From an optimization exercise on the open Yosys and OpenROAD flow, aimed at small area, a short achievable clock period and few clock cycles; shortcuts taken in it are not production practice.
In this exercise RTL edits were held to simulation tests only and were not proved equivalent to the original.
No activity file was given, so power comes from the tool's default toggle rates.

== run A ==
// fondant_dec
module fondant_dec (
    input  wire        clk,
    input  wire        rst,
    input  wire        start,
    output wire        start_ready,
    input  wire [4:0]  s_depth,        
    input  wire [4:0]  s_k,            
    input  wire [3:0]  s_rows_m1,
    input  wire [5:0]  s_cols_m1,
    input  wire [15:0] s_len,          
    input  wire        in_valid,
    output wire        in_ready,
    input  wire [31:0] in_data,
    output reg         pix_valid,
    output reg  [15:0] pix_y,
    output reg         done
);
Size in the first run: roughly 5,000 cells after synthesis, ~1,400 flip-flops.
clock: 36.0 ns
lec_check: 0
abc_area: 1
cap_margin: 20
core_margin: 2
core_utilization: 65
cts_buf_list: sky130_fd_sc_hd__clkbuf_16
cts_cluster_diameter: 80
cts_cluster_size: 25
place_density: 0.75
slew_margin: 20
standard.sh (not shown) runs the stock make flow with config.mk's settings and CLKGATE_MAP_FILE= SYNTH_SCRIPT=/design/flow/synth_recipe.tcl, a recipe that flattens the netlist after the stock synthesis.
==> flow/flow/run.sh <==
#!/bin/bash
set -euo pipefail
export BUFFER_PORTS_ARGS="-buffer_cell sky130_fd_sc_hd__buf_1"
export SETUP_SLACK_MARGIN=27.75
bash standard.sh > make.log 2>&1
Testbench counts of run A, summed over its fixed seeds: cycles 330,320.
Input-level comparison between run B and run A:
==> flow/run.sh (new file) <==
#!/bin/bash
# synth_recipe.tcl (not shown) runs the flow's synth.tcl, then flattens the netlist and writes it again
# the make line also repeats each setting of config.mk as NAME=value (left out here)
make -C /OpenROAD-flow-scripts/flow DESIGN_CONFIG=/design/flow/config.mk WORK_HOME=/design/flow/orfs CLKGATE_MAP_FILE= SYNTH_SCRIPT=/design/flow/synth_recipe.tcl finish
removed: flow/flow/run.sh
removed: flow/standard.sh
--- outcome ---
Run B closes out successfully: all stages finished, all timing, DRC and antenna checks passed. Run B against run A: register fraction of the total cell area moved down; total power after layout level; portion of the layout cell area used by non-clock buffers moved up. Combinational power across run B and run A: no real change. Of the two values seen for slowest library cell on the worst path, clkdlybuf4s50_1 was produced by run B and dfxtp_2 by run A. Run B vs run A — layout overhead on the synthesized area rose 0.39 points. Worst slack after detailed placement came out lower on run B than on run A. Routed wire in run B totals less than in run A. The faster design of the two is run A; run B tops out lower. Of run B and run A, the run reporting the higher number of antenna violations at the first check in global routing was run B. The power per unit of standard cell area was comparable across run B and run A. Diff run A..run B | number of enable flip-flop cells after synthesis | unchanged.
[inputs] run C vs run B
Settings: CTS_CLUSTER_DIAMETER changed from 80 to 90; CTS_CLUSTER_SIZE changed from 25 to 32.
==> flow/flow/run.sh (new file) <==
#!/bin/bash
set -euo pipefail
export BUFFER_PORTS_ARGS="-buffer_cell sky130_fd_sc_hd__buf_1"
export SETUP_SLACK_MARGIN=28
bash standard.sh > make.log 2>&1
==> flow/standard.sh (new file) <==
#!/bin/bash
# synth_recipe.tcl (not shown) runs the flow's synth.tcl, then flattens the netlist and writes it again
# the make line also repeats each setting of config.mk as NAME=value (left out here)
make -C /OpenROAD-flow-scripts/flow DESIGN_CONFIG=/design/flow/config.mk WORK_HOME=/design/flow/orfs CLKGATE_MAP_FILE= SYNTH_SCRIPT=/design/flow/synth_recipe.tcl "${@:-finish}"
removed: flow/run.sh
--- outcome ---
Setup slack in run C is larger than in run B.
On power, run B loses to run C.
On synthesis-to-finish area growth, the lower figure sits with run C, not run B.

---

Setup of nickel:
Starting RTL as in the previous note.
## fondant_dec
module fondant_dec (
    input  wire        clk,
    input  wire        rst,
    input  wire        start,
    output wire        start_ready,
    input  wire [4:0]  s_depth,        
    input  wire [4:0]  s_k,            
    input  wire [3:0]  s_rows_m1,
    input  wire [5:0]  s_cols_m1,
    input  wire [15:0] s_len,          
    input  wire        in_valid,
    output wire        in_ready,
    input  wire [31:0] in_data,
    output reg         pix_valid,
    output reg  [15:0] pix_y,
    output reg         done
);
export LEC_CHECK = 0
export ABC_AREA = 1
export CAP_MARGIN = 20
export CORE_MARGIN = 2
export CORE_UTILIZATION = 65
export CTS_BUF_LIST = sky130_fd_sc_hd__clkbuf_8 sky130_fd_sc_hd__clkbuf_16
export CTS_CLUSTER_DIAMETER = 80
export CTS_CLUSTER_SIZE = 25
export PLACE_DENSITY = 0.75
export SLEW_MARGIN = 20
create_clock -name core_clock -period 36.0 [get_ports {clk}]
==> flow/flow/run.sh <==
#!/bin/bash
set -euo pipefail
export BUFFER_PORTS_ARGS="-buffer_cell sky130_fd_sc_hd__buf_1"
export SETUP_SLACK_MARGIN=28
bash standard.sh > make.log 2>&1
nickel finished every stage and its layout cleared the timing, design-rule and antenna checks.
Testbench counts of nickel, summed over its fixed seeds: cycles 330,320.
Setup changes, nickel to ember
Settings: swapping sky130_fd_sc_hd__clkbuf_8 sky130_fd_sc_hd__clkbuf_16 for sky130_fd_sc_hd__clkbuf_16 in CTS_BUF_LIST.
Results
Reported for ember and nickel, count of clock buffers in the final design turned out identical to the last digit.
Compared with nickel, in ember sequential power stayed essentially flat, total wire length stayed essentially flat, HPWL after detailed placement stayed essentially flat, die area stayed essentially flat.
Reported for ember and nickel, end-of-flow core utilization turned out identical to the last digit.
Diff nickel..ember | DRC violation total after the first TritonRoute iteration | unchanged
Diff ember..nickel | number of sequential cells in the layout | unchanged
Power consumption of nickel is on par with ember.

## what the ideal ports hide
How much do the figures lean on ideal ports? The routed layouts below were timed once more, with nothing changed but the port constraints.
Step 1 assumes that a clkbuf_16 drives the clock port and a buf_2 every other input.
Step 2, shift: input delay + t, output delay - t, t = (earliest + latest rising clock arrival at the registers) / 2. This alone moves slack from input paths to output paths.
Slacks: no drivers / after step 1 / after step 2; pairs: no drivers / after step 1.
run	t (ns)	slack for setup (ns)	worst setup path at the end	worst slew at a driven data input, ns	pins driven straight from the clock port
run A	0.703	27.692 / 27.627 / 27.854	input to register	0.06	1
run B	0.717	27.181 / 27.112 / 27.465	input to register	0.06	1
run C	0.726	27.662 / 27.599 / 27.863	input to register	0.06	1
nickel	0.703	27.687 / 27.622 / 27.859	input to register	0.05	1
ember	0.703	27.687 / 27.622 / 27.859	input to register	0.05	1
After both steps every run listed still meets setup and hold.
